This design comes from an exercise in tuning for small area, a short achievable clock period and few clock cycles per item on the open sky130 flow, not from production work. Only simulation tests tie the RTL to the original design; equivalence was not proved. Power is estimated from default activity; no workload was simulated.

==> design/flow/design.v <==
module flow_steer (
    input  wire         clk,
    input  wire         rst,
    input  wire         in_valid,
    output reg          in_ready,
    input  wire [31:0]  in_seed,
    input  wire [4:0]   in_hash_sel,     
    input  wire         in_mode,         
    input  wire [7:0]   in_aff_mask,
    input  wire [7:0]   in_online_mask,
    input  wire         in_tunnel,
    input  wire [23:0]  in_vni,
    input  wire         o_has_mac,
    input  wire [95:0]  o_mac,
    input  wire         o_has_ip,
    input  wire         o_v6,
    input  wire [127:0] o_src,
    input  wire [127:0] o_dst,
    input  wire [7:0]   o_proto,
    input  wire         o_has_ports,
    input  wire [31:0]  o_ports,
    input  wire         o_frag,
    input  wire         i_has_mac,
    input  wire [95:0]  i_mac,
    input  wire         i_has_ip,
    input  wire         i_v6,
    input  wire [127:0] i_src,
    input  wire [127:0] i_dst,
    input  wire [7:0]   i_proto,
    input  wire         i_has_ports,
    input  wire [31:0]  i_ports,
    input  wire         i_frag,
    output reg          out_valid,
    input  wire         out_ready,
    output reg  [31:0]  out_hash,
    output reg  [2:0]   out_region,
    output reg          out_drop
);
    wire        c_inner   = in_hash_sel[3] & in_tunnel;
    wire        c_has_ip  = c_inner ? i_has_ip : o_has_ip;
    wire        c_has_mac = c_inner ? i_has_mac : o_has_mac;
    wire        c_v6      = c_inner ? i_v6 : o_v6;
    wire        c_hports  = c_inner ? (i_has_ports & ~i_frag) : (o_has_ports & ~o_frag);
    wire        c_addr    = c_has_ip & in_hash_sel[0];
    wire        c_p       = c_has_ip & in_hash_sel[1];
    wire        c_q       = c_has_ip & in_hash_sel[2] & c_hports;
    wire        c_v       = c_has_ip & in_hash_sel[4] & in_tunnel;
    wire        c_tail    = c_p | c_q | c_v;
    wire        c_ismac   = ~c_has_ip & c_has_mac;
    wire        c_first   = c_addr | c_ismac;    
    reg  [2:0]  c_nch;                           
    always @(*) begin
        if (!c_has_ip)      c_nch = c_has_mac ? 3'd2 : 3'd1;
        else if (!c_addr)   c_nch = 3'd1;
        else if (c_v6)      c_nch = c_tail ? 3'd5 : 3'd4;
        else                c_nch = c_tail ? 3'd2 : 3'd1;
    end
    wire [7:0]  c_cand0   = in_aff_mask & in_online_mask;
    wire [7:0]  c_cand    = in_mode ? (c_cand0 & (~c_cand0 + 8'd1)) : c_cand0;
    reg         r_inner, r_v6, r_addr, r_ismac, r_first, r_p, r_q, r_v;
    reg  [2:0]  r_nch;
    reg  [7:0]  r_cand;
    reg  [31:0] wseed;
    always @(posedge clk) begin
        r_inner <= c_inner;
        r_v6    <= c_v6;
        r_addr  <= c_addr;
        r_ismac <= c_ismac;
        r_first <= c_first;
        r_p     <= c_p;
        r_q     <= c_q;
        r_v     <= c_v;
        r_nch   <= c_nch;
        r_cand  <= c_cand;
        wseed   <= in_seed;
    end
    reg         known;           
    reg  [2:0]  ph;              
    wire [2:0]  ph_c   = known ? ph : 3'd0;
    wire [2:0]  nch_c  = known ? r_nch : c_nch;
    wire        first_c = known ? r_first : c_first;
    wire        k_first = (ph_c == 3'd0) & first_c;
    wire        k_slo   = known & r_addr & r_v6 & (ph == 3'd1);
    wire        k_dhi   = known & r_addr & r_v6 & (ph == 3'd2);
    wire        k_dlo   = known & r_addr & r_v6 & (ph == 3'd3);
    wire        k_mlo   = known & r_ismac & (ph == 3'd1);
    wire        k_tail  = known & ~k_first & ~k_slo & ~k_dhi & ~k_dlo & ~k_mlo;
    function [63:0] bswap64;         
        input [63:0] x;
        integer i;
        for (i = 0; i < 8; i = i + 1) bswap64[8*i +: 8] = x[63-8*i -: 8];
    endfunction
    function [31:0] bswap32;
        input [31:0] x;
        integer i;
        for (i = 0; i < 4; i = i + 1) bswap32[8*i +: 8] = x[31-8*i -: 8];
    endfunction
    wire        f_o    = k_first & ~c_inner;
    wire        f_i    = k_first &  c_inner;
    wire        f_o6   = f_o &  o_has_ip &  o_v6;
    wire        f_o4   = f_o &  o_has_ip & ~o_v6;
    wire        f_om   = f_o & ~o_has_ip;
    wire        f_i6   = f_i &  i_has_ip &  i_v6;
    wire        f_i4   = f_i &  i_has_ip & ~i_v6;
    wire        f_im   = f_i & ~i_has_ip;
    wire        ko     = ~r_inner;
    wire        ki     =  r_inner;
    wire        t_o    = k_tail & ko;
    wire        t_i    = k_tail & ki;
    wire        tp7    = r_p & ~r_v & ~r_q;      
    wire        tp3    = r_p & ~r_v &  r_q;      
    wire        tp4    = r_p &  r_v & ~r_q;      
    wire        tp0    = r_p &  r_v &  r_q;      
    wire        tq4    = r_q & ~r_v;             
    wire        tq1    = r_q &  r_v;             
    wire [63:0] f_data =
          ({64{f_o6}}  & bswap64(o_src[127:64]))
        | ({64{f_o4}}  & bswap64({o_src[31:0], o_dst[31:0]}))
        | ({64{f_om}}  & bswap64(o_mac[95:32]))
        | ({64{f_i6}}  & bswap64(i_src[127:64]))
        | ({64{f_i4}}  & bswap64({i_src[31:0], i_dst[31:0]}))
        | ({64{f_im}}  & bswap64(i_mac[95:32]))
        | ({64{k_slo & ko}} & bswap64(o_src[63:0]))
        | ({64{k_slo & ki}} & bswap64(i_src[63:0]))
        | ({64{k_dhi & ko}} & bswap64(o_dst[127:64]))
        | ({64{k_dhi & ki}} & bswap64(i_dst[127:64]))
        | ({64{k_dlo & ko}} & bswap64(o_dst[63:0]))
        | ({64{k_dlo & ki}} & bswap64(i_dst[63:0]))
        | ({64{k_mlo & ko}} & {bswap32(o_mac[31:0]), 32'd0})
        | ({64{k_mlo & ki}} & {bswap32(i_mac[31:0]), 32'd0})
        | ({64{k_tail & r_v}} & {bswap32({8'd0, in_vni}), 32'd0})
        | ({64{t_o & tq4}} & {bswap32(o_ports), 32'd0})
        | ({64{t_i & tq4}} & {bswap32(i_ports), 32'd0})
        | ({64{t_o & tq1}} & {24'd0, bswap32(o_ports), 8'd0})
        | ({64{t_i & tq1}} & {24'd0, bswap32(i_ports), 8'd0})
        | ({64{t_o & tp7}} & {o_proto, 56'd0})
        | ({64{t_i & tp7}} & {i_proto, 56'd0})
        | ({64{t_o & tp4}} & {24'd0, o_proto, 32'd0})
        | ({64{t_i & tp4}} & {24'd0, i_proto, 32'd0})
        | ({64{t_o & tp3}} & {32'd0, o_proto, 24'd0})
        | ({64{t_i & tp3}} & {32'd0, i_proto, 24'd0})
        | ({64{t_o & tp0}} & {56'd0, o_proto})
        | ({64{t_i & tp0}} & {56'd0, i_proto});
    wire [3:0]  tk = {3'd0, r_p} + {1'b0, r_q, 2'b00} + {2'b00, r_v, r_v};
    wire [8:0]  f_off;
    assign f_off[0] = k_first | k_slo | k_dhi | k_dlo | (k_tail & (tk == 4'd8));
    assign f_off[1] = k_tail & (tk == 4'd7);
    assign f_off[2] = 1'b0;
    assign f_off[3] = k_tail & (tk == 4'd5);
    assign f_off[4] = k_mlo | (k_tail & (tk == 4'd4));
    assign f_off[5] = k_tail & (tk == 4'd3);
    assign f_off[6] = 1'b0;
    assign f_off[7] = k_tail & (tk == 4'd1);
    assign f_off[8] = k_tail & (tk == 4'd0);
    reg  [63:0] win;
    reg  [8:0]  woff;
    reg         wv, wfirst, wlast;
    reg  [31:0] c;
    reg         cdone;
    reg  [7:0]  bcand;
    wire        take   = out_valid & out_ready;
    wire        h_free = ~out_valid | take;
    wire        b_go   = wv & (~cdone | h_free);
    wire        move   = cdone & h_free;
    wire [31:0] cin = wfirst ? wseed : c;
    reg  [63:0] inj;
    reg  [31:0] ovh;
    integer     oi;
    always @(*) begin
        inj = 64'd0;
        for (oi = 0; oi <= 8; oi = oi + 1)
            if (woff[oi]) inj = inj | ({32'd0, cin} << (8 * oi));
        ovh = ({32{woff[8]}} & cin)
            | ({32{woff[7]}} & {8'd0, cin[31:8]})
            | ({32{woff[5]}} & {24'd0, cin[31:24]});
    end
    wire [63:0] bx = win ^ inj;
    wire [31:0] b_out;
    wire bt64 = bx[18] ^ bx[38];
    wire bt65 = bx[32] ^ bx[55];
    wire bt66 = bx[0] ^ bx[11];
    wire bt67 = bx[33] ^ bx[52];
    wire bt68 = bx[34] ^ bx[57];
    wire bt69 = bx[1] ^ bx[12];
    wire bt70 = bx[13] ^ bx[58];
    wire bt71 = bx[28] ^ bx[47];
    wire bt72 = bx[29] ^ bx[48];
    wire bt73 = bx[14] ^ bx[61];
    wire bt74 = bx[30] ^ bx[35];
    wire bt75 = bx[15] ^ bx[62];
    wire bt76 = bx[31] ^ bx[50];
    wire bt77 = bx[36] ^ bx[45];
    wire bt78 = bx[53] ^ bx[54];
    wire bt79 = bx[27] ^ bx[46];
    wire bt80 = bx[40] ^ bx[49];
    wire bt81 = bx[24] ^ bx[43];
    wire bt82 = bx[25] ^ bx[44];
    wire bt83 = bx[26] ^ bt65;
    wire bt84 = bx[2] ^ bx[60];
    wire bt85 = bx[16] ^ bx[41];
    wire bt86 = bx[21] ^ bx[37];
    wire bt87 = bx[22] ^ bx[59];
    wire bt88 = bx[17] ^ bx[42];
    wire bt89 = bx[4] ^ bx[63];
    wire bt90 = bx[39] ^ bt72;
    wire bt91 = bx[5] ^ bx[10];
    wire bt92 = bx[56] ^ bt64;
    wire bt93 = bx[3] ^ bt73;
    wire bt94 = bx[23] ^ bt69;
    wire bt95 = bx[51] ^ bt70;
    wire bt96 = bx[19] ^ bt68;
    wire bt97 = bt66 ^ bt71;
    wire bt98 = bt67 ^ bt79;
    wire bt99 = bx[7] ^ bt80;
    wire bt100 = bx[20] ^ bt77;
    wire bt101 = bx[8] ^ bt81;
    wire bt102 = bx[9] ^ bt82;
    wire bt103 = bt78 ^ bt85;
    wire bt104 = bx[6] ^ bt74;
    wire bt105 = bt75 ^ bt83;
    wire bt106 = bx[55] ^ bt87;
    wire bt107 = bt86 ^ bt91;
    wire bt108 = bt88 ^ bt90;
    wire bt109 = bx[57] ^ bx[59];
    wire bt110 = bx[16] ^ bt89;
    wire bt111 = bx[23] ^ bt76;
    wire bt112 = bt92 ^ bt97;
    wire bt113 = bt98 ^ bt107;
    wire bt114 = bt64 ^ bt84;
    wire bt115 = bx[24] ^ bx[39];
    wire bt116 = bx[42] ^ bt93;
    wire bt117 = bt84 ^ bt95;
    wire bt118 = bx[12] ^ bx[13];
    wire bt119 = bx[14] ^ bx[34];
    wire bt120 = bx[60] ^ bt102;
    wire bt121 = bt67 ^ bt119;
    wire bt122 = bx[56] ^ bt78;
    wire bt123 = bx[17] ^ bt113;
    wire bt124 = bx[36] ^ bt85;
    wire bt125 = bx[43] ^ bt106;
    wire bt126 = bx[37] ^ bx[58];
    wire bt127 = bx[44] ^ bx[53];
    wire bt128 = bt94 ^ bt104;
    wire bt129 = bx[4] ^ bt74;
    wire bt130 = bx[21] ^ bt81;
    wire bt131 = bx[41] ^ bt70;
    wire bt132 = bx[54] ^ bt100;
    wire bt133 = bx[61] ^ bt94;
    wire bt134 = bt75 ^ bt131;
    wire bt135 = bt99 ^ bt114;
    wire bt136 = bx[1] ^ bx[46];
    wire bt137 = bx[8] ^ bt76;
    wire bt138 = bx[30] ^ bx[62];
    wire bt139 = bx[63] ^ bt136;
    wire bt140 = bx[6] ^ bt110;
    wire bt141 = bx[11] ^ bx[25];
    wire bt142 = bt95 ^ bt111;
    wire bt143 = bt96 ^ bt100;
    wire bt144 = bx[51] ^ bt118;
    wire bt145 = bx[10] ^ bx[15];
    wire bt146 = bx[38] ^ bt87;
    wire bt147 = bt101 ^ bt146;
    wire bt148 = bx[15] ^ bx[22];
    wire bt149 = bx[40] ^ bt83;
    wire bt150 = bx[26] ^ bx[31];
    wire bt151 = bx[47] ^ bt66;
    wire bt152 = bx[58] ^ bt64;
    wire bt153 = bx[29] ^ bt88;
    wire bt154 = bx[41] ^ bt98;
    wire bt155 = bt90 ^ bt112;
    wire bt156 = bt124 ^ bt155;
    wire bt157 = bx[20] ^ bt80;
    wire bt158 = bt87 ^ bt157;
    wire bt159 = bt108 ^ bt126;
    wire bt160 = bx[0] ^ bt109;
    wire bt161 = bx[19] ^ bt132;
    wire bt162 = bt130 ^ bt160;
    wire bt163 = bt133 ^ bt134;
    wire bt164 = bx[5] ^ bt65;
    wire bt165 = bt82 ^ bt86;
    wire bt166 = bt116 ^ bt117;
    wire bt167 = bt138 ^ bt166;
    wire bt168 = bx[9] ^ bx[28];
    wire bt169 = bx[18] ^ bt105;
    wire bt170 = bt140 ^ bt142;
    wire bt171 = bx[0] ^ bt68;
    wire bt172 = bx[14] ^ bx[48];
    wire bt173 = bx[22] ^ bt115;
    wire bt174 = bx[36] ^ bt144;
    wire bt175 = bt89 ^ bt172;
    wire bt176 = bx[17] ^ bx[35];
    wire bt177 = bt68 ^ bt93;
    wire bt178 = bt71 ^ bt72;
    wire bt179 = bx[3] ^ bx[49];
    wire bt180 = bx[50] ^ bt68;
    wire bt181 = bx[61] ^ bt105;
    wire bt182 = bx[27] ^ bt120;
    wire bt183 = bx[7] ^ bt117;
    wire bt184 = bx[27] ^ bx[45];
    wire bt185 = bx[33] ^ bt92;
    wire bt186 = bx[63] ^ bt73;
    wire bt187 = bt103 ^ bt148;
    wire bt188 = bt149 ^ bt185;
    wire bt189 = bt82 ^ bt101;
    wire bt190 = bt150 ^ bt151;
    wire bt191 = bt152 ^ bt190;
    wire bt192 = bx[39] ^ bt66;
    wire bt193 = bt102 ^ bt192;
    wire bt194 = bx[63] ^ bt94;
    wire bt195 = bx[16] ^ bt67;
    wire bt196 = bx[18] ^ bt83;
    wire bt197 = bt74 ^ bt195;
    wire bt198 = bt97 ^ bt153;
    wire bt199 = bt101 ^ bt196;
    wire bt200 = bx[38] ^ bt103;
    wire bt201 = bx[51] ^ bt69;
    wire bt202 = bx[52] ^ bt76;
    wire bt203 = bt104 ^ bt106;
    wire bt204 = bx[10] ^ bx[31];
    wire bt205 = bt108 ^ bt122;
    wire bt206 = bx[2] ^ bt99;
    wire bt207 = bx[3] ^ bt137;
    wire bt208 = bx[12] ^ bx[42];
    wire bt209 = bx[55] ^ bt96;
    wire bt210 = bx[9] ^ bx[35];
    wire bt211 = bt86 ^ bt88;
    wire bt212 = bt89 ^ bt154;
    wire bt213 = bt210 ^ bt211;
    wire bt214 = bx[10] ^ bx[21];
    wire bt215 = bx[13] ^ bt77;
    wire bt216 = bx[59] ^ bt214;
    wire bt217 = bt103 ^ bt121;
    wire bt218 = ovh[0];
    wire bt219 = ovh[1];
    wire bt220 = ovh[2];
    wire bt221 = ovh[3];
    wire bt222 = ovh[4];
    wire bt223 = ovh[5];
    wire bt224 = ovh[6];
    wire bt225 = ovh[7];
    wire bt226 = ovh[8];
    wire bt227 = ovh[9];
    wire bt228 = ovh[10];
    wire bt229 = ovh[11];
    wire bt230 = ovh[12];
    wire bt231 = ovh[13];
    wire bt232 = ovh[14];
    wire bt233 = ovh[15];
    wire bt234 = ovh[16];
    wire bt235 = ovh[17];
    wire bt236 = ovh[18];
    wire bt237 = ovh[19];
    wire bt238 = ovh[20];
    wire bt239 = ovh[21];
    wire bt240 = ovh[22];
    wire bt241 = ovh[23];
    wire bt242 = ovh[24];
    wire bt243 = ovh[25];
    wire bt244 = ovh[26];
    wire bt245 = ovh[27];
    wire bt246 = ovh[28];
    wire bt247 = ovh[29];
    wire bt248 = ovh[30];
    wire bt249 = ovh[31];
  wire bt250 = bt70 ^ bt84;
  wire bt251 = bt96 ^ bt218;
  wire bt252 = bt250 ^ bt125;
  wire bt253 = bt251 ^ bt123;
  wire bt254 = bt252 ^ bt156;
  wire bt255 = bt253 ^ bt254;
  wire bt256 = bx[60] ^ bt127;
  wire bt257 = bt93 ^ bt96;
  wire bt258 = bt219 ^ bt256;
  wire bt259 = bt112 ^ bt128;
  wire bt260 = bt158 ^ bt257;
  wire bt261 = bt258 ^ bt159;
  wire bt262 = bt259 ^ bt260;
  wire bt263 = bt261 ^ bt262;
  wire bt264 = bt76 ^ bt90;
  wire bt265 = bt129 ^ bt220;
  wire bt266 = bt135 ^ bt162;
  wire bt267 = bt264 ^ bt265;
  wire bt268 = bt161 ^ bt163;
  wire bt269 = bt266 ^ bt267;
  wire bt270 = bt268 ^ bt269;
  wire bt271 = bx[19] ^ bt115;
  wire bt272 = bt124 ^ bt137;
  wire bt273 = bt139 ^ bt164;
  wire bt274 = bt165 ^ bt221;
  wire bt275 = bt271 ^ bt158;
  wire bt276 = bt272 ^ bt273;
  wire bt277 = bt274 ^ bt275;
  wire bt278 = bt276 ^ bt167;
  wire bt279 = bt277 ^ bt278;
  wire bt280 = bx[40] ^ bt79;
  wire bt281 = bt91 ^ bt141;
  wire bt282 = bt168 ^ bt90;
  wire bt283 = bt222 ^ bt280;
  wire bt284 = bt281 ^ bt116;
  wire bt285 = bt143 ^ bt282;
  wire bt286 = bt283 ^ bt169;
  wire bt287 = bt170 ^ bt284;
  wire bt288 = bt285 ^ bt286;
  wire bt289 = bt287 ^ bt288;
  wire bt290 = bx[20] ^ bt104;
  wire bt291 = bt171 ^ bt173;
  wire bt292 = bt175 ^ bt223;
  wire bt293 = bt105 ^ bt135;
  wire bt294 = bt174 ^ bt290;
  wire bt295 = bt291 ^ bt292;
  wire bt296 = bt293 ^ bt294;
  wire bt297 = bt295 ^ bt296;
  wire bt298 = bx[8] ^ bt141;
  wire bt299 = bt145 ^ bt176;
  wire bt300 = bt111 ^ bt139;
  wire bt301 = bt178 ^ bt224;
  wire bt302 = bt298 ^ bt299;
  wire bt303 = bt125 ^ bt135;
  wire bt304 = bt177 ^ bt300;
  wire bt305 = bt301 ^ bt302;
  wire bt306 = bt303 ^ bt304;
  wire bt307 = bt305 ^ bt306;
  wire bt308 = bx[23] ^ bx[44];
  wire bt309 = bt168 ^ bt179;
  wire bt310 = bt308 ^ bt129;
  wire bt311 = bt144 ^ bt180;
  wire bt312 = bt225 ^ bt309;
  wire bt313 = bt147 ^ bt310;
  wire bt314 = bt311 ^ bt312;
  wire bt315 = bt123 ^ bt181;
  wire bt316 = bt313 ^ bt314;
  wire bt317 = bt315 ^ bt316;
  wire bt318 = bx[29] ^ bx[35];
  wire bt319 = bx[53] ^ bx[62];
  wire bt320 = bt77 ^ bt91;
  wire bt321 = bt318 ^ bt319;
  wire bt322 = bt121 ^ bt173;
  wire bt323 = bt226 ^ bt320;
  wire bt324 = bt321 ^ bt112;
  wire bt325 = bt322 ^ bt323;
  wire bt326 = bt170 ^ bt182;
  wire bt327 = bt324 ^ bt325;
  wire bt328 = bt326 ^ bt327;
  wire bt329 = bx[25] ^ bx[47];
  wire bt330 = bt184 ^ bt329;
  wire bt331 = bt130 ^ bt186;
  wire bt332 = bt227 ^ bt330;
  wire bt333 = bt128 ^ bt187;
  wire bt334 = bt331 ^ bt332;
  wire bt335 = bt183 ^ bt188;
  wire bt336 = bt333 ^ bt334;
  wire bt337 = bt335 ^ bt336;
  wire bt338 = bx[7] ^ bx[23];
  wire bt339 = bx[29] ^ bx[54];
  wire bt340 = bx[60] ^ bt75;
  wire bt341 = bt338 ^ bt339;
  wire bt342 = bt107 ^ bt228;
  wire bt343 = bt340 ^ bt341;
  wire bt344 = bt116 ^ bt189;
  wire bt345 = bt342 ^ bt343;
  wire bt346 = bt191 ^ bt344;
  wire bt347 = bt345 ^ bt346;
  wire bt348 = bx[19] ^ bx[30];
  wire bt349 = bx[48] ^ bt69;
  wire bt350 = bt184 ^ bt348;
  wire bt351 = bt229 ^ bt349;
  wire bt352 = bt350 ^ bt140;
  wire bt353 = bt147 ^ bt193;
  wire bt354 = bt351 ^ bt181;
  wire bt355 = bt352 ^ bt353;
  wire bt356 = bt354 ^ bt355;
  wire bt357 = bx[41] ^ bx[52];
  wire bt358 = bx[62] ^ bt72;
  wire bt359 = bt86 ^ bt357;
  wire bt360 = bt99 ^ bt102;
  wire bt361 = bt230 ^ bt358;
  wire bt362 = bt359 ^ bt125;
  wire bt363 = bt143 ^ bt194;
  wire bt364 = bt360 ^ bt361;
  wire bt365 = bt191 ^ bt362;
  wire bt366 = bt363 ^ bt364;
  wire bt367 = bt365 ^ bt366;
  wire bt368 = bx[5] ^ bx[49];
  wire bt369 = bt127 ^ bt368;
  wire bt370 = bt100 ^ bt180;
  wire bt371 = bt231 ^ bt369;
  wire bt372 = bt194 ^ bt197;
  wire bt373 = bt198 ^ bt370;
  wire bt374 = bt371 ^ bt199;
  wire bt375 = bt372 ^ bt373;
  wire bt376 = bt374 ^ bt375;
  wire bt377 = bx[45] ^ bx[57];
  wire bt378 = bt91 ^ bt115;
  wire bt379 = bt377 ^ bt97;
  wire bt380 = bt201 ^ bt202;
  wire bt381 = bt232 ^ bt378;
  wire bt382 = bt120 ^ bt200;
  wire bt383 = bt203 ^ bt379;
  wire bt384 = bt380 ^ bt381;
  wire bt385 = bt382 ^ bt383;
  wire bt386 = bt384 ^ bt385;
  wire bt387 = bx[6] ^ bx[46];
  wire bt388 = bx[52] ^ bt77;
  wire bt389 = bt141 ^ bt204;
  wire bt390 = bt387 ^ bt233;
  wire bt391 = bt388 ^ bt389;
  wire bt392 = bt133 ^ bt149;
  wire bt393 = bt390 ^ bt391;
  wire bt394 = bt183 ^ bt205;
  wire bt395 = bt392 ^ bt393;
  wire bt396 = bt394 ^ bt395;
  wire bt397 = bx[11] ^ bx[37];
  wire bt398 = bx[47] ^ bt109;
  wire bt399 = bt118 ^ bt138;
  wire bt400 = bt397 ^ bt93;
  wire bt401 = bt122 ^ bt234;
  wire bt402 = bt398 ^ bt399;
  wire bt403 = bt154 ^ bt206;
  wire bt404 = bt400 ^ bt401;
  wire bt405 = bt402 ^ bt199;
  wire bt406 = bt403 ^ bt404;
  wire bt407 = bt405 ^ bt406;
  wire bt408 = bx[33] ^ bx[38];
  wire bt409 = bt71 ^ bt208;
  wire bt410 = bt408 ^ bt122;
  wire bt411 = bt175 ^ bt235;
  wire bt412 = bt409 ^ bt134;
  wire bt413 = bt207 ^ bt209;
  wire bt414 = bt410 ^ bt411;
  wire bt415 = bt182 ^ bt412;
  wire bt416 = bt413 ^ bt414;
  wire bt417 = bt415 ^ bt416;
  wire bt418 = bx[26] ^ bx[32];
  wire bt419 = bx[49] ^ bx[51];
  wire bt420 = bt73 ^ bt148;
  wire bt421 = bt418 ^ bt419;
  wire bt422 = bt114 ^ bt151;
  wire bt423 = bt236 ^ bt420;
  wire bt424 = bt421 ^ bt213;
  wire bt425 = bt422 ^ bt423;
  wire bt426 = bt161 ^ bt212;
  wire bt427 = bt424 ^ bt425;
  wire bt428 = bt426 ^ bt427;
  wire bt429 = bx[3] ^ bx[20];
  wire bt430 = bx[50] ^ bx[53];
  wire bt431 = bx[56] ^ bt66;
  wire bt432 = bt84 ^ bt109;
  wire bt433 = bt429 ^ bt430;
  wire bt434 = bt153 ^ bt237;
  wire bt435 = bt431 ^ bt432;
  wire bt436 = bt433 ^ bt434;
  wire bt437 = bt435 ^ bt163;
  wire bt438 = bt436 ^ bt437;
  wire bt439 = bx[18] ^ bx[54];
  wire bt440 = bt69 ^ bt439;
  wire bt441 = bt110 ^ bt238;
  wire bt442 = bt440 ^ bt162;
  wire bt443 = bt441 ^ bt442;
  wire bt444 = bt167 ^ bt443;
  wire bt445 = bx[1] ^ bx[33];
  wire bt446 = bt75 ^ bt79;
  wire bt447 = bt89 ^ bt204;
  wire bt448 = bt445 ^ bt165;
  wire bt449 = bt239 ^ bt446;
  wire bt450 = bt447 ^ bt177;
  wire bt451 = bt448 ^ bt449;
  wire bt452 = bt450 ^ bt451;
  wire bt453 = bt156 ^ bt452;
  wire bt454 = bx[42] ^ bx[43];
  wire bt455 = bx[56] ^ bx[60];
  wire bt456 = bt69 ^ bt74;
  wire bt457 = bt80 ^ bt454;
  wire bt458 = bt455 ^ bt215;
  wire bt459 = bt216 ^ bt240;
  wire bt460 = bt456 ^ bt457;
  wire bt461 = bt458 ^ bt459;
  wire bt462 = bt460 ^ bt169;
  wire bt463 = bt212 ^ bt461;
  wire bt464 = bt462 ^ bt463;
  wire bt465 = bx[55] ^ bt127;
  wire bt466 = bt152 ^ bt186;
  wire bt467 = bt202 ^ bt216;
  wire bt468 = bt241 ^ bt465;
  wire bt469 = bt108 ^ bt466;
  wire bt470 = bt467 ^ bt468;
  wire bt471 = bt469 ^ bt470;
  wire bt472 = bx[2] ^ bx[30];
  wire bt473 = bt65 ^ bt75;
  wire bt474 = bt77 ^ bt80;
  wire bt475 = bt472 ^ bt95;
  wire bt476 = bt171 ^ bt178;
  wire bt477 = bt242 ^ bt473;
  wire bt478 = bt474 ^ bt200;
  wire bt479 = bt475 ^ bt476;
  wire bt480 = bt477 ^ bt123;
  wire bt481 = bt478 ^ bt479;
  wire bt482 = bt480 ^ bt481;
  wire bt483 = bx[11] ^ bt71;
  wire bt484 = bt76 ^ bt179;
  wire bt485 = bt92 ^ bt139;
  wire bt486 = bt243 ^ bt483;
  wire bt487 = bt484 ^ bt203;
  wire bt488 = bt217 ^ bt485;
  wire bt489 = bt486 ^ bt159;
  wire bt490 = bt487 ^ bt488;
  wire bt491 = bt489 ^ bt490;
  wire bt492 = bx[11] ^ bx[28];
  wire bt493 = bx[32] ^ bt208;
  wire bt494 = bt492 ^ bt99;
  wire bt495 = bt129 ^ bt244;
  wire bt496 = bt493 ^ bt113;
  wire bt497 = bt142 ^ bt187;
  wire bt498 = bt494 ^ bt495;
  wire bt499 = bt496 ^ bt497;
  wire bt500 = bt498 ^ bt499;
  wire bt501 = bx[6] ^ bt111;
  wire bt502 = bt164 ^ bt245;
  wire bt503 = bt147 ^ bt174;
  wire bt504 = bt198 ^ bt217;
  wire bt505 = bt501 ^ bt502;
  wire bt506 = bt503 ^ bt504;
  wire bt507 = bt505 ^ bt506;
  wire bt508 = bx[7] ^ bx[13];
  wire bt509 = bx[15] ^ bx[18];
  wire bt510 = bx[37] ^ bx[51];
  wire bt511 = bt65 ^ bt81;
  wire bt512 = bt508 ^ bt509;
  wire bt513 = bt510 ^ bt121;
  wire bt514 = bt246 ^ bt511;
  wire bt515 = bt512 ^ bt120;
  wire bt516 = bt128 ^ bt513;
  wire bt517 = bt514 ^ bt205;
  wire bt518 = bt515 ^ bt516;
  wire bt519 = bt517 ^ bt518;
  wire bt520 = bt73 ^ bt78;
  wire bt521 = bt145 ^ bt150;
  wire bt522 = bt92 ^ bt215;
  wire bt523 = bt247 ^ bt520;
  wire bt524 = bt521 ^ bt189;
  wire bt525 = bt197 ^ bt206;
  wire bt526 = bt209 ^ bt522;
  wire bt527 = bt523 ^ bt524;
  wire bt528 = bt525 ^ bt526;
  wire bt529 = bt527 ^ bt528;
  wire bt530 = bx[14] ^ bx[56];
  wire bt531 = bt79 ^ bt126;
  wire bt532 = bt176 ^ bt530;
  wire bt533 = bt103 ^ bt248;
  wire bt534 = bt531 ^ bt532;
  wire bt535 = bt105 ^ bt143;
  wire bt536 = bt193 ^ bt207;
  wire bt537 = bt533 ^ bt534;
  wire bt538 = bt535 ^ bt536;
  wire bt539 = bt537 ^ bt538;
  wire bt540 = bx[58] ^ bt71;
  wire bt541 = bt79 ^ bt109;
  wire bt542 = bt145 ^ bt110;
  wire bt543 = bt201 ^ bt249;
  wire bt544 = bt540 ^ bt541;
  wire bt545 = bt132 ^ bt213;
  wire bt546 = bt542 ^ bt543;
  wire bt547 = bt544 ^ bt188;
  wire bt548 = bt545 ^ bt546;
  wire bt549 = bt547 ^ bt548;
    assign b_out = {bt549, bt539, bt529, bt519, bt507, bt500, bt491, bt482, bt471, bt464, bt453, bt444, bt438, bt428, bt417, bt407, bt396, bt386, bt376, bt367, bt356, bt347, bt337, bt328, bt317, bt307, bt297, bt289, bt279, bt270, bt263, bt255};
    wire [31:0] hh = ~c;
    wire m7_1 = hh[0] ^ hh[3] ^ hh[6];
    wire m7_2 = (hh[0] & hh[3]) | (hh[0] & hh[6]) | (hh[3] & hh[6]);
    wire m7_3 = hh[9] ^ hh[12] ^ hh[15];
    wire m7_4 = (hh[9] & hh[12]) | (hh[9] & hh[15]) | (hh[12] & hh[15]);
    wire m7_5 = hh[18] ^ hh[21] ^ hh[24];
    wire m7_6 = (hh[18] & hh[21]) | (hh[18] & hh[24]) | (hh[21] & hh[24]);
    wire m7_7 = hh[1] ^ hh[4] ^ hh[7];
    wire m7_8 = (hh[1] & hh[4]) | (hh[1] & hh[7]) | (hh[4] & hh[7]);
    wire m7_9 = hh[10] ^ hh[13] ^ hh[16];
    wire m7_10 = (hh[10] & hh[13]) | (hh[10] & hh[16]) | (hh[13] & hh[16]);
    wire m7_11 = hh[19] ^ hh[22] ^ hh[25];
    wire m7_12 = (hh[19] & hh[22]) | (hh[19] & hh[25]) | (hh[22] & hh[25]);
    wire m7_13 = hh[2] ^ hh[5] ^ hh[8];
    wire m7_14 = (hh[2] & hh[5]) | (hh[2] & hh[8]) | (hh[5] & hh[8]);
    wire m7_15 = hh[11] ^ hh[14] ^ hh[17];
    wire m7_16 = (hh[11] & hh[14]) | (hh[11] & hh[17]) | (hh[14] & hh[17]);
    wire m7_17 = hh[20] ^ hh[23] ^ hh[26];
    wire m7_18 = (hh[20] & hh[23]) | (hh[20] & hh[26]) | (hh[23] & hh[26]);
    wire m7_19 = m7_1 ^ m7_3 ^ m7_5;
    wire m7_20 = (m7_1 & m7_3) | (m7_1 & m7_5) | (m7_3 & m7_5);
    wire m7_21 = hh[27] ^ hh[30] ^ m7_14;
    wire m7_22 = (hh[27] & hh[30]) | (hh[27] & m7_14) | (hh[30] & m7_14);
    wire m7_23 = m7_2 ^ m7_4 ^ m7_6;
    wire m7_24 = (m7_2 & m7_4) | (m7_2 & m7_6) | (m7_4 & m7_6);
    wire m7_25 = m7_7 ^ m7_9 ^ m7_11;
    wire m7_26 = (m7_7 & m7_9) | (m7_7 & m7_11) | (m7_9 & m7_11);
    wire m7_27 = m7_8 ^ m7_10 ^ m7_12;
    wire m7_28 = (m7_8 & m7_10) | (m7_8 & m7_12) | (m7_10 & m7_12);
    wire m7_29 = m7_13 ^ m7_15 ^ m7_17;
    wire m7_30 = (m7_13 & m7_15) | (m7_13 & m7_17) | (m7_15 & m7_17);
    wire m7_31 = m7_19 ^ m7_21 ^ m7_16;
    wire m7_32 = (m7_19 & m7_21) | (m7_19 & m7_16) | (m7_21 & m7_16);
    wire m7_33 = m7_18 ^ m7_28 ^ m7_30;
    wire m7_34 = (m7_18 & m7_28) | (m7_18 & m7_30) | (m7_28 & m7_30);
    wire m7_35 = m7_20 ^ m7_22 ^ m7_23;
    wire m7_36 = (m7_20 & m7_22) | (m7_20 & m7_23) | (m7_22 & m7_23);
    wire m7_37 = m7_25 ^ hh[28] ^ hh[31];
    wire m7_38 = (m7_25 & hh[28]) | (m7_25 & hh[31]) | (hh[28] & hh[31]);
    wire m7_39 = m7_24 ^ m7_26 ^ m7_27;
    wire m7_40 = (m7_24 & m7_26) | (m7_24 & m7_27) | (m7_26 & m7_27);
    wire m7_41 = m7_31 ^ m7_33 ^ m7_40;
    wire m7_42 = (m7_31 & m7_33) | (m7_31 & m7_40) | (m7_33 & m7_40);
    wire m7_43 = m7_32 ^ m7_34 ^ m7_35;
    wire m7_44 = (m7_32 & m7_34) | (m7_32 & m7_35) | (m7_34 & m7_35);
    wire m7_45 = m7_36 ^ m7_38 ^ m7_39;
    wire m7_46 = (m7_36 & m7_38) | (m7_36 & m7_39) | (m7_38 & m7_39);
    wire m7_47 = m7_42 ^ m7_43 ^ m7_37;
    wire m7_48 = (m7_42 & m7_43) | (m7_42 & m7_37) | (m7_43 & m7_37);
    wire m7_49 = m7_44 ^ m7_45 ^ m7_29;
    wire m7_50 = (m7_44 & m7_45) | (m7_44 & m7_29) | (m7_45 & m7_29);
    wire m7_51 = m7_41 ^ m7_46 ^ m7_50;
    wire m7_52 = (m7_41 & m7_46) | (m7_41 & m7_50) | (m7_46 & m7_50);
    wire m7_53 = m7_48 ^ m7_49 ^ hh[29];
    wire m7_54 = (m7_48 & m7_49) | (m7_48 & hh[29]) | (m7_49 & hh[29]);
    wire m15_1 = hh[0] ^ hh[4] ^ hh[8];
    wire m15_2 = (hh[0] & hh[4]) | (hh[0] & hh[8]) | (hh[4] & hh[8]);
    wire m15_3 = hh[12] ^ hh[16] ^ hh[20];
    wire m15_4 = (hh[12] & hh[16]) | (hh[12] & hh[20]) | (hh[16] & hh[20]);
    wire m15_5 = hh[1] ^ hh[5] ^ hh[9];
    wire m15_6 = (hh[1] & hh[5]) | (hh[1] & hh[9]) | (hh[5] & hh[9]);
    wire m15_7 = hh[13] ^ hh[17] ^ hh[21];
    wire m15_8 = (hh[13] & hh[17]) | (hh[13] & hh[21]) | (hh[17] & hh[21]);
    wire m15_9 = hh[2] ^ hh[6] ^ hh[10];
    wire m15_10 = (hh[2] & hh[6]) | (hh[2] & hh[10]) | (hh[6] & hh[10]);
    wire m15_11 = hh[14] ^ hh[18] ^ hh[22];
    wire m15_12 = (hh[14] & hh[18]) | (hh[14] & hh[22]) | (hh[18] & hh[22]);
    wire m15_13 = hh[3] ^ hh[7] ^ hh[11];
    wire m15_14 = (hh[3] & hh[7]) | (hh[3] & hh[11]) | (hh[7] & hh[11]);
    wire m15_15 = hh[15] ^ hh[19] ^ hh[23];
    wire m15_16 = (hh[15] & hh[19]) | (hh[15] & hh[23]) | (hh[19] & hh[23]);
    wire m15_17 = m15_1 ^ m15_3 ^ hh[24];
    wire m15_18 = (m15_1 & m15_3) | (m15_1 & hh[24]) | (m15_3 & hh[24]);
    wire m15_19 = hh[28] ^ m15_14 ^ m15_16;
    wire m15_20 = (hh[28] & m15_14) | (hh[28] & m15_16) | (m15_14 & m15_16);
    wire m15_21 = m15_2 ^ m15_4 ^ m15_5;
    wire m15_22 = (m15_2 & m15_4) | (m15_2 & m15_5) | (m15_4 & m15_5);
    wire m15_23 = m15_7 ^ hh[25] ^ hh[29];
    wire m15_24 = (m15_7 & hh[25]) | (m15_7 & hh[29]) | (hh[25] & hh[29]);
    wire m15_25 = m15_6 ^ m15_8 ^ m15_9;
    wire m15_26 = (m15_6 & m15_8) | (m15_6 & m15_9) | (m15_8 & m15_9);
    wire m15_27 = m15_11 ^ hh[26] ^ hh[30];
    wire m15_28 = (m15_11 & hh[26]) | (m15_11 & hh[30]) | (hh[26] & hh[30]);
    wire m15_29 = m15_10 ^ m15_12 ^ m15_13;
    wire m15_30 = (m15_10 & m15_12) | (m15_10 & m15_13) | (m15_12 & m15_13);
    wire m15_31 = m15_15 ^ hh[27] ^ hh[31];
    wire m15_32 = (m15_15 & hh[27]) | (m15_15 & hh[31]) | (hh[27] & hh[31]);
    wire m15_33 = m15_17 ^ m15_19 ^ m15_30;
    wire m15_34 = (m15_17 & m15_19) | (m15_17 & m15_30) | (m15_19 & m15_30);
    wire m15_35 = m15_18 ^ m15_20 ^ m15_21;
    wire m15_36 = (m15_18 & m15_20) | (m15_18 & m15_21) | (m15_20 & m15_21);
    wire m15_37 = m15_22 ^ m15_24 ^ m15_25;
    wire m15_38 = (m15_22 & m15_24) | (m15_22 & m15_25) | (m15_24 & m15_25);
    wire m15_39 = m15_26 ^ m15_28 ^ m15_29;
    wire m15_40 = (m15_26 & m15_28) | (m15_26 & m15_29) | (m15_28 & m15_29);
    wire m15_41 = m15_33 ^ m15_32 ^ m15_40;
    wire m15_42 = (m15_33 & m15_32) | (m15_33 & m15_40) | (m15_32 & m15_40);
    wire m15_43 = m15_34 ^ m15_35 ^ m15_23;
    wire m15_44 = (m15_34 & m15_35) | (m15_34 & m15_23) | (m15_35 & m15_23);
    wire m15_45 = m15_36 ^ m15_37 ^ m15_27;
    wire m15_46 = (m15_36 & m15_37) | (m15_36 & m15_27) | (m15_37 & m15_27);
    wire m15_47 = m15_38 ^ m15_39 ^ m15_31;
    wire m15_48 = (m15_38 & m15_39) | (m15_38 & m15_31) | (m15_39 & m15_31);
    wire [2:0] x7 = {m7_53, m7_52, m7_51};
    wire [2:0] y7 = {1'b0, m7_47, m7_54};
    wire [3:0] x15 = {m15_46, m15_44, m15_42, m15_41};
    wire [3:0] y15 = {m15_47, m15_45, m15_43, m15_48};
    wire [3:0]  s7  = {1'b0, x7} + {1'b0, y7};
    wire [4:0]  s15 = {1'b0, x15} + {1'b0, y15};
    reg  [2:0]  r7, r5;
    reg  [1:0]  r3;
    always @(*) begin
        r7 = s7 % 4'd7;
        r5 = s15 % 5'd5;
        r3 = s15 % 5'd3;
    end
    reg  [3:0]  n;
    reg  [2:0]  kcalc;
    integer     j;
    always @(*) begin
        n = 4'd0;
        for (j = 0; j < 8; j = j + 1) n = n + {3'd0, bcand[j]};
        case (n)
            4'd2: kcalc = {2'd0, hh[0]};
            4'd3: kcalc = {1'b0, r3};
            4'd4: kcalc = {1'b0, hh[1:0]};
            4'd5: kcalc = r5;
            4'd6: kcalc = (r3 == 2'd0) ? (hh[0] ? 3'd3 : 3'd0) :
                          (r3 == 2'd1) ? (hh[0] ? 3'd1 : 3'd4) :
                                         (hh[0] ? 3'd5 : 3'd2);
            4'd7: kcalc = r7;
            4'd8: kcalc = hh[2:0];
            default: kcalc = 3'd0;
        endcase
    end
    reg  [2:0]  cnt;
    reg  [2:0]  pick;
    always @(*) begin
        cnt  = 3'd0;
        pick = 3'd0;
        for (j = 0; j < 8; j = j + 1) begin
            if (bcand[j] && cnt == kcalc) pick = pick | j[2:0];
            cnt = cnt + {2'd0, bcand[j]};
        end
    end
    wire        has_next = (ph_c < nch_c) & (known | c_first);
    wire        wfree    = ~wv | b_go;
    wire        is_last  = (ph_c + 3'd1 == nch_c);
    wire        fetch    = in_valid & has_next & wfree & (~is_last | in_ready);
    wire        acc      = in_valid & in_ready;
    wire [2:0]  ph_n     = ph_c + {2'd0, fetch};
    wire        cdone_n  = b_go ? wlast : (cdone & ~h_free);
    wire        ov_n     = move | (out_valid & ~take);
    always @(posedge clk) begin
        if (fetch) begin
            win    <= f_data;
            woff   <= f_off;
            wfirst <= (ph_c == 3'd0);
            wlast  <= is_last;
        end
        if (b_go) begin
            c <= b_out;
            if (wfirst) bcand <= r_cand;
        end
        if (move) begin
            out_hash   <= hh;
            out_region <= pick;
            out_drop   <= (bcand == 8'd0);
        end
    end
    always @(posedge clk) begin
        if (rst) begin
            known     <= 1'b0;
            ph        <= 3'd0;
            in_ready  <= 1'b0;
            wv        <= 1'b0;
            cdone     <= 1'b0;
            out_valid <= 1'b0;
        end else begin
            known     <= in_valid & ~acc;
            ph        <= (in_valid & ~acc) ? ph_n : 3'd0;
            in_ready  <= in_valid & ~acc & (ph_n + 3'd1 >= nch_c) & (~cdone_n | ~ov_n);
            wv        <= fetch | (wv & ~b_go);
            cdone     <= cdone_n;
            out_valid <= ov_n;
        end
    end
endmodule
==> design/flow/run.sh <==
#!/bin/bash
# synth_recipe.tcl (not shown) runs the flow's synth.tcl, then flattens the netlist and writes it again
# the make line also repeats each setting of config.mk as NAME=value (left out here)
make -C /OpenROAD-flow-scripts/flow DESIGN_CONFIG=/design/flow/config.mk WORK_HOME=/design/flow/orfs CLKGATE_MAP_FILE= SYNTH_SCRIPT=/design/flow/synth_recipe.tcl finish
==> design/flow/config.mk <==
export PLATFORM = sky130hd
export DESIGN_NAME = flow_steer
export DESIGN_NICKNAME = flow_steer
export VERILOG_FILES = /design/flow/design.v
export SDC_FILE = /design/flow/constraint.sdc
export NUM_CORES = 4
export LEC_CHECK = 0
export CAP_MARGIN = 20
export CORE_MARGIN = 2
export CORE_UTILIZATION = 50
export SLEW_MARGIN = 20
==> design/flow/constraint.sdc <==
create_clock -name core_clock -period 10.0 [get_ports {clk}]
set_input_delay 2.0000 -clock core_clock [delete_from_list [all_inputs] [get_ports {clk}]]
set_output_delay 2.0000 -clock core_clock [all_outputs]
set_load 0.01 [all_outputs]
==> results of run 1 <==
## cells in the mapped netlist (all sizes together), types with 7 or more instances
| master | count |
|---|---|
| xnor2 | 420 |
| a22oi | 185 |
| edfxtp | 149 |
| nand2 | 129 |
| xor2 | 122 |
| inv | 120 |
| clkbuf | 113 |
| mux2i | 110 |
| o21ai | 106 |
| a221oi | 97 |
| a21oi | 91 |
| a222oi | 81 |
| nand3 | 75 |
| nor2 | 75 |
| dfxtp | 59 |
| fa | 59 |
| ha | 48 |
| mux2 | 40 |
| o22ai | 35 |
| a221o | 34 |
| buf | 30 |
| nor3 | 19 |
| and2 | 15 |
| nor2b | 12 |
| and3 | 9 |
| mux4 | 9 |
| nand4 | 7 |
| nor3b | 7 |
| nor4 | 7 |
| o211ai | 7 |
| or3 | 7 |
## cell families after synthesis
family	synth area share
XOR/XNOR	0.2203
AO/OA/AOI/OAI	0.2353
AND/OR/NAND/NOR	0.08399
flip-flops	0.2551
multiplexers	0.07914
buffers and inverters	0.04578
adder cells (fa/ha/maj)	0.08038
==> flow_summary.json, run 1 <==
{
  "status": "did not finish",
  "postSynth.asyncResetShare": 0,
  "synthesis.area_um2": 22170,
  "netlist.area_leader.share": 0.2019,
  "ys_seq_area_frac": 0.2551,
  "synth_cell_types": 89,
  "ys_warn_count": 1,
  "ys_top_cells_by_area": "edfxtp_1, xnor2_1, a22oi_1, dfxtp_1, fa_1",
  "synth_seq_cells": 208,
  "lastStage": "I/O pin placement",
  "synth_top_cell_by_area": "edfxtp_1",
  "synth_edf_count": 149,
  "die_y_um": 214.6,
  "die_width_um": 214.6,
  "postSynth.topFlopCell": "edfxtp_1",
  "start_util": 0.5035,
  "syn_inst": 2357,
  "tool.error": "[ERROR PPL-0024] Number of IO pins (915) exceeds maximum number of available positions (770). Increase the die perimeter from 858.20um to 1244.40um.",
  "syn_nets": 3341,
  "avgSynthCellArea_um2": 9.404,
  "rows": 77
}
Testbench counts, summed over its fixed seeds: cycles 8,206, items 3,200.
==> run 2: changes to the inputs <==
--- a/design/flow/design.v
+++ b/design/flow/design.v
@@ -42,49 +42,42 @@
     wire        c_v6      = c_inner ? i_v6 : o_v6;
     wire        c_hports  = c_inner ? (i_has_ports & ~i_frag) : (o_has_ports & ~o_frag);
     wire        c_addr    = c_has_ip & in_hash_sel[0];
+    wire        c_a6      = c_addr & c_v6;
+    wire        c_a4      = c_addr & ~c_v6;
     wire        c_p       = c_has_ip & in_hash_sel[1];
     wire        c_q       = c_has_ip & in_hash_sel[2] & c_hports;
     wire        c_v       = c_has_ip & in_hash_sel[4] & in_tunnel;
     wire        c_tail    = c_p | c_q | c_v;
     wire        c_ismac   = ~c_has_ip & c_has_mac;
     wire        c_first   = c_addr | c_ismac;    
-    reg  [2:0]  c_nch;                           
-    always @(*) begin
-        if (!c_has_ip)      c_nch = c_has_mac ? 3'd2 : 3'd1;
-        else if (!c_addr)   c_nch = 3'd1;
-        else if (c_v6)      c_nch = c_tail ? 3'd5 : 3'd4;
-        else                c_nch = c_tail ? 3'd2 : 3'd1;
-    end
+    wire        c_two     = (c_a4 & c_tail) | c_ismac;           
+    wire        c_fetch0  = c_a6 | c_two;        
     wire [7:0]  c_cand0   = in_aff_mask & in_online_mask;
     wire [7:0]  c_cand    = in_mode ? (c_cand0 & (~c_cand0 + 8'd1)) : c_cand0;
-    reg         r_inner, r_v6, r_addr, r_ismac, r_first, r_p, r_q, r_v;
-    reg  [2:0]  r_nch;
+    reg         r_inner, r_a6, r_a4, r_ismac, r_first, r_p, r_q, r_v;
     reg  [7:0]  r_cand;
     reg  [31:0] wseed;
     always @(posedge clk) begin
         r_inner <= c_inner;
-        r_v6    <= c_v6;
-        r_addr  <= c_addr;
+        r_a6    <= c_a6;
+        r_a4    <= c_a4;
         r_ismac <= c_ismac;
         r_first <= c_first;
         r_p     <= c_p;
         r_q     <= c_q;
         r_v     <= c_v;
-        r_nch   <= c_nch;
         r_cand  <= c_cand;
         wseed   <= in_seed;
     end
     reg         known;           
-    reg  [2:0]  ph;              
-    wire [2:0]  ph_c   = known ? ph : 3'd0;
-    wire [2:0]  nch_c  = known ? r_nch : c_nch;
-    wire        first_c = known ? r_first : c_first;
-    wire        k_first = (ph_c == 3'd0) & first_c;
-    wire        k_slo   = known & r_addr & r_v6 & (ph == 3'd1);
-    wire        k_dhi   = known & r_addr & r_v6 & (ph == 3'd2);
-    wire        k_dlo   = known & r_addr & r_v6 & (ph == 3'd3);
-    wire        k_mlo   = known & r_ismac & (ph == 3'd1);
-    wire        k_tail  = known & ~k_first & ~k_slo & ~k_dhi & ~k_dlo & ~k_mlo;
+    reg  [4:0]  ph;              
+    reg  [5:0]  rem;             
+    wire        k_first = ~known | (ph[0] & r_first);
+    wire        k_slo   = known & r_a6 & ph[1];
+    wire        k_dhi   = known & r_a6 & ph[2];
+    wire        k_dlo   = known & r_a6 & ph[3];
+    wire        k_mlo   = known & r_ismac & ph[1];
+    wire        k_tail  = known & ((r_a6 & ph[4]) | (r_a4 & ph[1]) | (~r_first & ph[0]));
     function [63:0] bswap64;         
         input [63:0] x;
         integer i;
@@ -155,13 +148,17 @@
     reg  [63:0] win;
     reg  [8:0]  woff;
     reg         wv, wfirst, wlast;
-    reg  [31:0] c;
+    reg  [31:0] c;               
     reg         cdone;
     reg  [7:0]  bcand;
+    reg         rv;
+    reg  [31:0] rhash;
+    reg  [5:0]  rp7;
+    reg  [7:0]  rp15;
+    reg  [7:0]  rcand;
     wire        take   = out_valid & out_ready;
-    wire        h_free = ~out_valid | take;
-    wire        b_go   = wv & (~cdone | h_free);
-    wire        move   = cdone & h_free;
+    wire        r_move = rv & (~out_valid | out_ready);
+    wire        c_move = cdone & (~rv | ~out_valid | out_ready);
     wire [31:0] cin = wfirst ? wseed : c;
     reg  [63:0] inj;
     reg  [31:0] ovh;
@@ -770,84 +767,180 @@
     wire [2:0] y7 = {1'b0, m7_47, m7_54};
     wire [3:0] x15 = {m15_46, m15_44, m15_42, m15_41};
     wire [3:0] y15 = {m15_47, m15_45, m15_43, m15_48};
-    wire [3:0]  s7  = {1'b0, x7} + {1'b0, y7};
-    wire [4:0]  s15 = {1'b0, x15} + {1'b0, y15};
-    reg  [2:0]  r7, r5;
-    reg  [1:0]  r3;
-    always @(*) begin
-        r7 = s7 % 4'd7;
-        r5 = s15 % 5'd5;
-        r3 = s15 % 5'd3;
-    end
-    reg  [3:0]  n;
-    reg  [2:0]  kcalc;
-    integer     j;
+    wire [3:0]  s7  = {1'b0, rp7[5:3]} + {1'b0, rp7[2:0]};
+    wire [4:0]  s15 = {1'b0, rp15[7:4]} + {1'b0, rp15[3:0]};
+    reg  [6:0]  o7;              
+    reg  [4:0]  o5;              
+    reg  [2:0]  o3;              
     always @(*) begin
-        n = 4'd0;
-        for (j = 0; j < 8; j = j + 1) n = n + {3'd0, bcand[j]};
-        case (n)
-            4'd2: kcalc = {2'd0, hh[0]};
-            4'd3: kcalc = {1'b0, r3};
-            4'd4: kcalc = {1'b0, hh[1:0]};
-            4'd5: kcalc = r5;
-            4'd6: kcalc = (r3 == 2'd0) ? (hh[0] ? 3'd3 : 3'd0) :
-                          (r3 == 2'd1) ? (hh[0] ? 3'd1 : 3'd4) :
-                                         (hh[0] ? 3'd5 : 3'd2);
-            4'd7: kcalc = r7;
-            4'd8: kcalc = hh[2:0];
-            default: kcalc = 3'd0;
+        case (s7)
+            4'd0: o7 = 7'b0000001;
+            4'd1: o7 = 7'b0000010;
+            4'd2: o7 = 7'b0000100;
+            4'd3: o7 = 7'b0001000;
+            4'd4: o7 = 7'b0010000;
+            4'd5: o7 = 7'b0100000;
+            4'd6: o7 = 7'b1000000;
+            4'd7: o7 = 7'b0000001;
+            4'd8: o7 = 7'b0000010;
+            4'd9: o7 = 7'b0000100;
+            4'd10: o7 = 7'b0001000;
+            4'd11: o7 = 7'b0010000;
+            4'd12: o7 = 7'b0100000;
+            4'd13: o7 = 7'b1000000;
+            4'd14: o7 = 7'b0000001;
+            default: o7 = 7'b0000001;
+        endcase
+        case (s15)
+            5'd0: begin o5 = 5'b00001; o3 = 3'b001; end
+            5'd1: begin o5 = 5'b00010; o3 = 3'b010; end
+            5'd2: begin o5 = 5'b00100; o3 = 3'b100; end
+            5'd3: begin o5 = 5'b01000; o3 = 3'b001; end
+            5'd4: begin o5 = 5'b10000; o3 = 3'b010; end
+            5'd5: begin o5 = 5'b00001; o3 = 3'b100; end
+            5'd6: begin o5 = 5'b00010; o3 = 3'b001; end
+            5'd7: begin o5 = 5'b00100; o3 = 3'b010; end
+            5'd8: begin o5 = 5'b01000; o3 = 3'b100; end
+            5'd9: begin o5 = 5'b10000; o3 = 3'b001; end
+            5'd10: begin o5 = 5'b00001; o3 = 3'b010; end
+            5'd11: begin o5 = 5'b00010; o3 = 3'b100; end
+            5'd12: begin o5 = 5'b00100; o3 = 3'b001; end
+            5'd13: begin o5 = 5'b01000; o3 = 3'b010; end
+            5'd14: begin o5 = 5'b10000; o3 = 3'b100; end
+            5'd15: begin o5 = 5'b00001; o3 = 3'b001; end
+            5'd16: begin o5 = 5'b00010; o3 = 3'b010; end
+            5'd17: begin o5 = 5'b00100; o3 = 3'b100; end
+            5'd18: begin o5 = 5'b01000; o3 = 3'b001; end
+            5'd19: begin o5 = 5'b10000; o3 = 3'b010; end
+            5'd20: begin o5 = 5'b00001; o3 = 3'b100; end
+            5'd21: begin o5 = 5'b00010; o3 = 3'b001; end
+            5'd22: begin o5 = 5'b00100; o3 = 3'b010; end
+            5'd23: begin o5 = 5'b01000; o3 = 3'b100; end
+            5'd24: begin o5 = 5'b10000; o3 = 3'b001; end
+            5'd25: begin o5 = 5'b00001; o3 = 3'b010; end
+            5'd26: begin o5 = 5'b00010; o3 = 3'b100; end
+            5'd27: begin o5 = 5'b00100; o3 = 3'b001; end
+            5'd28: begin o5 = 5'b01000; o3 = 3'b010; end
+            5'd29: begin o5 = 5'b10000; o3 = 3'b100; end
+            5'd30: begin o5 = 5'b00001; o3 = 3'b001; end
+            default: begin o5 = 5'b00001; o3 = 3'b001; end
         endcase
     end
-    reg  [2:0]  cnt;
+    reg  [8:0]  rn;
+    wire [7:0]  kh;
+    wire        h0 = rhash[0];
+    wire [7:0]  k2 = {6'd0, h0, ~h0};
+    wire [7:0]  k4 = 8'd1 << rhash[1:0];
+    wire [7:0]  k8 = 8'd1 << rhash[2:0];
+    wire [7:0]  k6 = {2'b00,
+                      o3[2] &  h0,       
+                      o3[1] & ~h0,       
+                      o3[0] &  h0,       
+                      o3[2] & ~h0,       
+                      o3[1] &  h0,       
+                      o3[0] & ~h0};      
+    assign kh = ({8{rn[0] | rn[1]}} & 8'd1)
+              | ({8{rn[2]}} & k2)
+              | ({8{rn[3]}} & {5'd0, o3})
+              | ({8{rn[4]}} & k4)
+              | ({8{rn[5]}} & {3'd0, o5})
+              | ({8{rn[6]}} & k6)
+              | ({8{rn[7]}} & {1'b0, o7})
+              | ({8{rn[8]}} & k8);
     reg  [2:0]  pick;
+    reg  [2:0]  cnt;
+    reg  [7:0]  match;
+    integer     j;
     always @(*) begin
-        cnt  = 3'd0;
-        pick = 3'd0;
+        cnt   = 3'd0;
+        match = 8'd0;
         for (j = 0; j < 8; j = j + 1) begin
-            if (bcand[j] && cnt == kcalc) pick = pick | j[2:0];
-            cnt = cnt + {2'd0, bcand[j]};
+            match[j] = rcand[j] & kh[cnt];
+            cnt = cnt + {2'd0, rcand[j]};
         end
+        pick = {match[4] | match[5] | match[6] | match[7],
+                match[2] | match[3] | match[6] | match[7],
+                match[1] | match[3] | match[5] | match[7]};
     end
-    wire        has_next = (ph_c < nch_c) & (known | c_first);
-    wire        wfree    = ~wv | b_go;
-    wire        is_last  = (ph_c + 3'd1 == nch_c);
-    wire        fetch    = in_valid & has_next & wfree & (~is_last | in_ready);
+    reg  [3:0]  bn;
+    reg  [8:0]  bn_oh;
+    always @(*) begin
+        bn = 4'd0;
+        for (j = 0; j < 8; j = j + 1) bn = bn + {3'd0, bcand[j]};
+        bn_oh = 9'd1 << bn;
+    end
+    function [2:0] wc_next;      
+        input wv_, wlast_, cdone_, rv_, ov_;
+        reg   rm, cm;
+        begin
+            rm = rv_ & ~ov_;
+            cm = cdone_ & (~rv_ | rm);
+            wc_next = {wv_ ? wlast_ : (cdone_ & ~cm), cm | (rv_ & ~rm), rm | ov_};
+        end
+    endfunction
+    wire [2:0]  nx   = wc_next(wv, wlast, cdone, rv, out_valid);
+    wire        safe = ~nx[2] | ~nx[1] | ~nx[0];
+    wire        fetch    = in_valid & safe &
+                           (known ? (~rem[0] & (~rem[1] | in_ready)) : c_fetch0);
+    wire        is_last  = known & rem[1];
     wire        acc      = in_valid & in_ready;
-    wire [2:0]  ph_n     = ph_c + {2'd0, fetch};
-    wire        cdone_n  = b_go ? wlast : (cdone & ~h_free);
-    wire        ov_n     = move | (out_valid & ~take);
+    reg  [5:0]  rem_n;
+    always @(*) begin
+        if (known)
+            rem_n = fetch ? {1'b0, rem[5:1]} : rem;
+        else if (c_a6)
+            rem_n = c_tail ? (fetch ? 6'b010000 : 6'b100000)
+                           : (fetch ? 6'b001000 : 6'b010000);
+        else if (c_two)
+            rem_n = fetch ? 6'b000010 : 6'b000100;
+        else
+            rem_n = 6'b000010;
+    end
+    wire [4:0]  ph_n = known ? (fetch ? {ph[3:0], 1'b0} : ph)
+                             : (fetch ? 5'b00010 : 5'b00001);
+    wire [2:0]  nx2  = wc_next(fetch, is_last, nx[2], nx[1], nx[0]);
+    wire        safe2 = ~nx2[2] | ~nx2[1] | ~nx2[0];
     always @(posedge clk) begin
-        if (fetch) begin
-            win    <= f_data;
-            woff   <= f_off;
-            wfirst <= (ph_c == 3'd0);
-            wlast  <= is_last;
-        end
-        if (b_go) begin
+        win    <= f_data;
+        woff   <= f_off;
+        wfirst <= ~known | ph[0];
+        wlast  <= is_last;
+        if (wv) begin
             c <= b_out;
             if (wfirst) bcand <= r_cand;
         end
-        if (move) begin
-            out_hash   <= hh;
+        if (c_move) begin
+            rhash <= hh;
+            rp7   <= {x7, y7};
+            rp15  <= {x15, y15};
+            rcand <= bcand;
+            rn    <= bn_oh;
+        end
+        if (r_move) begin
+            out_hash   <= rhash;
             out_region <= pick;
-            out_drop   <= (bcand == 8'd0);
+            out_drop   <= (rcand == 8'd0);
         end
     end
     always @(posedge clk) begin
         if (rst) begin
             known     <= 1'b0;
-            ph        <= 3'd0;
+            ph        <= 5'b00001;
+            rem       <= 6'b000001;
             in_ready  <= 1'b0;
             wv        <= 1'b0;
             cdone     <= 1'b0;
+            rv        <= 1'b0;
             out_valid <= 1'b0;
         end else begin
             known     <= in_valid & ~acc;
-            ph        <= (in_valid & ~acc) ? ph_n : 3'd0;
-            in_ready  <= in_valid & ~acc & (ph_n + 3'd1 >= nch_c) & (~cdone_n | ~ov_n);
-            wv        <= fetch | (wv & ~b_go);
-            cdone     <= cdone_n;
-            out_valid <= ov_n;
+            ph        <= (in_valid & ~acc) ? ph_n : 5'b00001;
+            rem       <= rem_n;
+            in_ready  <= in_valid & ~acc & rem_n[1] & safe2;
+            wv        <= fetch;
+            cdone     <= wv ? wlast : (cdone & ~c_move);
+            rv        <= c_move | (rv & ~r_move);
+            out_valid <= r_move | (out_valid & ~take);
         end
     end
 endmodule
==> design/flow/flow/run.sh (new file) <==
#!/bin/bash
# The standard layout (the standard.sh: ORFS synthesis to finish), with the
# port buffers that global placement inserts made of the smallest buffer cell
# instead of the cell the resizer picks by default. Every port still gets its
# own buffer. make's full output goes to flow.log in this folder.
set -euo pipefail
export BUFFER_PORTS_ARGS="-buffer_cell sky130_fd_sc_hd__buf_1"
bash standard.sh > flow.log 2>&1
==> design/flow/standard.sh (new file) <==
#!/bin/bash
# synth_recipe.tcl (not shown) runs the flow's synth.tcl, then flattens the netlist and writes it again
# the make line also repeats each setting of config.mk as NAME=value (left out here)
make -C /OpenROAD-flow-scripts/flow DESIGN_CONFIG=/design/flow/config.mk WORK_HOME=/design/flow/orfs CLKGATE_MAP_FILE= SYNTH_SCRIPT=/design/flow/synth_recipe.tcl "${@:-finish}"
--- a/design/flow/config.mk
+++ b/design/flow/config.mk
@@ -6,6 +6,7 @@
 export NUM_CORES = 4
 export LEC_CHECK = 0
 export CAP_MARGIN = 20
-export CORE_MARGIN = 2
-export CORE_UTILIZATION = 50
+export CORE_AREA = 5 5 315 315
+export DIE_AREA = 0 0 320 320
+export PLACE_DENSITY = 0.45
 export SLEW_MARGIN = 20
removed: design/flow/run.sh
==> run 2 against run 1 <==
Now clean on timing, DRC and antenna. Area after synthesis up 2.3%. Synthesized cell count up 1.2%.
==> flow_summary.json, run 2 <==
{
  "status": "complete, no violations",
  "grt_use_total": 0.3822,
  "required_ns": 10.30,
  "ys_top_cells_by_area": "edfxtp_1, xnor2_1, dfxtp_1, a22oi_1, fa_1",
  "numCtsBuffers": 36,
  "hpwl_um": 179400,
  "wl_um": 206900,
  "worst_slew_pin_slew_ns": 1.265,
  "drive_above_1_share": 0.06118,
  "dr.first_iter.drc_count": 5138,
  "clock_sinks": 276,
  "ys_seq_area_frac": 0.3047,
  "synth_simple_gate_area_share": 0.09578,
  "avgSynthCellArea_um2": 9.503,
  "power_density_nw_per_um2": 332.9,
  "cp_data_arrival_time_ns": 5.14,
  "cts_root_buffer": "clkbuf_16",
  "muxShareOfSynthArea": 0.06100,
  "crit_fanout": 44,
  "dieArea_um2": 102400,
  "num_vias": 27134,
  "synthAdderAreaFrac": 0.06867,
  "synth_top_family_by_area": "compound AO/OA/AOI/OAI gates",
  "fin_cells": 4707,
  "syn_nets": 3351,
  "p_leak_nw": 10.09,
  "clockBufferDepth": 3,
  "overflow": 0,
  "setup_tns_ns": 0,
  "io_buffers": 914,
  "largest_reg_flops": 64,
  "fin_skew_ns": 0.02862,
  "final_antenna_net_count": 0,
  "ir_drop_mv": 0.3701,
  "syn_inst": 2385,
  "firstDrtPassIters": 12,
  "avgViaCountPerCell": 5.765,
  "rsz0062_at_grt": "no",
  "grt_pass1_vias": 25355,
  "postSynth.topFlopCell": "edfxtp_1",
  "clkSlewWorstSetupHoldPaths_ns": 0.06,
  "cts_max_level": 2,
  "synthTopCellsByCount": "xnor2_1, a22oi_1, nand2_1",
  "synth-xor-area-share": 0.2126,
  "postSynth.asyncResetShare": 0,
  "antenna_found_initial": 220,
  "die_y_um": 320,
  "crit_type": "reg -> reg",
  "fillers": 10526,
  "core_area_um2": 95150,
  "layout_common_cells": "buf_1, xnor2_1, a22oi_1",
  "holdBufCountCts": 0,
  "multi_input_area_um2": 14910,
  "hold_path_class": "reg -> reg",
  "fin_crit_sh": 0.4832,
  "remaining_drc_errors": 0,
  "finalCriticalPeriod_ns": 4.832,
  "gp_congestion": 1.120,
  "synth-compound-area-share": 0.2144,
  "setup_violations": 0,
  "placedCellCount": 4503,
  "worst_setup_path_start_kind": "flip-flop",
  "netlist.area_leader.share": 0.1828,
  "post_cts_buffers": 0,
  "fmax_mhz": 207.0,
  "drv_cap": 0,
  "synth_cell_types": 72,
  "synth_top_cell_by_area": "edfxtp_1",
  "fin_nets": 4242,
  "synth_edf_count": 138,
  "clock_latency_ns": 0.58,
  "regArea_um2": 6907,
  "start_util": 0.2382,
  "top_register": "win",
  "final_common_cell": "buf_1",
  "cts_tree": "done",
  "grt_pass1_wl_um": 260600,
  "yosysMostFrequentCell": "xnor2_1",
  "cts_resized": 0,
  "area_growth_pct": 29.59,
  "rows": 113,
  "hold_viol": 0,
  "io_pins": 915,
  "cp-end-kind": "flip-flop",
  "synth_seq_cells": 276,
  "grt_max_degree": 63,
  "wl_per_cell_um": 43.95,
  "die_width_um": 320,
  "max_slew_margin": 0.1560,
  "synthesis.area_um2": 22670,
  "ys_warn_count": 1,
  "slew_violations": 0
}
==> run 2: cell count changes after synthesis, sizes merged, moves of 16 or more <==
cell,change
ha,-18
o21ai,-56
o22ai,-16
nand2,+66
dfxtp,+79
a222oi,+24
a21oi,-19
a221o,-17
a221oi,-20
nand4,+29
nor2,+16
a22oi,+34
==> run 2: through the flow <==
stage | power, mW | cell area [um2] | hold WS [ns] | worst slack (ns) | util
6_report | 9.777 | 29370 | 0.4065 | 5.168 | 0.3087
5_1_grt | 10.42 | 29160 | 0.4155 | 5.129 | 0.3064
4_1_cts | 9.783 | 29020 | 0.4043 | 5.338 | 0.3049
3_5_place_dp | 8.407 | 27820 | 0.3902 | 5.145 | 0.2924
3_3_place_gp | 8.388 | 27820 | 0.3870 | 5.145 | 0.2924
2_1_floorplan | 6.368 | 22670 | 0.3855 | 2.820 | -
==> run 2: path summary, 6_finish.rpt <==
| check | slack, ns | from | to | cells past startpoint |
|---|---|---|---|---|
| worst max-delay path | 5.17 | wfirst | c[5] | 10 |
| worst min-delay path | 0.41 | r_cand[2] | bcand[2] | 0 |
| worst max register to register | 5.17 | wfirst | c[5] | 10 |
| worst min register to register | 0.41 | r_cand[2] | bcand[2] | 0 |
==> run 2: cell type report <==
class / count / share of cell area
Sequential cell: 276 / 0.2351
Tap cell: 1265 / 0.05389
Clock inverter: 19 / 0.007923
Multi-Input combinational cell: 1854 / 0.5076
Timing Repair Buffer: 983 / 0.1346
Inverter: 125 / 0.01597
Antenna cell: 140 / 0.01193
Clock buffer: 45 / 0.03289
==> run 2: critical path: stages, from the launching register on <==
cell and delay (ns):
dfxtp_1 0.31, buf_4 0.46, mux2_2 0.53, a222oi_1 0.83, xnor2_1 0.34, xnor2_2 0.48, xor2_1 0.69, xnor2_1 0.34
xor2_1 0.25, xnor2_1 0.17, xnor2_1 0.16
==> run 2: metal layers <==
layer / wire (um) / track usage / vias to the layer above / share of wire
met2: 81220 / 0.5120 / 2246 / 0.39
li1: - / - / 10896 / -
met1: 82210 / 0.4918 / 13447 / 0.40
met5: 515 / 0 / - / 0.0025
met3: 30880 / 0.1982 / 463 / 0.15
met4: 12060 / 0.2078 / 82 / 0.058
==> run 2: kinds of logic (layout without fill, tap and decap cells) <==
family,after synthesis,count (layout)
other,0,140
DFF,276,276
AOI/OAI and AO/OA,630,630
muxes,130,130
xor gates and xnor gates,527,527
buffers and inverters,255,1172
adders and majority gates,89,89
and+or+nand+nor,478,478
==> run 2: where the power goes <==
| part | leakage (nW) | switching (mW) | internal (mW) |
|---|---|---|---|
| registers | 2.42 | 0.223 | 1.84 |
| clock network | 0.590 | 0.547 | 0.816 |
| logic | 7.09 | 3.60 | 2.75 |
| total | 10.1 | 4.37 | 5.40 |
Testbench counts of run 2, summed over its fixed seeds: cycles 8,214, items 3,200.

==> what the ideal ports hide <==
In the flow no input, the clock included, has a driving cell. The finished layout below was timed again as built, in two steps.
Step 1 assumes that a clkbuf_16 drives the clock port and a buf_2 every other input.
Step 2 times the ports against the registers' clock, not the clock port: input delays grow and output delays shrink by t, the midpoint of the rising clock arrivals with the driver on.
a / b / c = ideal ports / drivers / drivers and shift; a / b = the first two.
run: run 2
t, ns: 0.628
setup WS [ns]: 5.168 / 5.168 / 5.038
worst setup path after step 2: input to register
clock arrival spread, ns: 0.029 / 0.030
After both steps setup and hold are still met in run 2. The setup slack of run 2 moves by 0.000 ns with the drivers and by -0.130 ns with both steps.
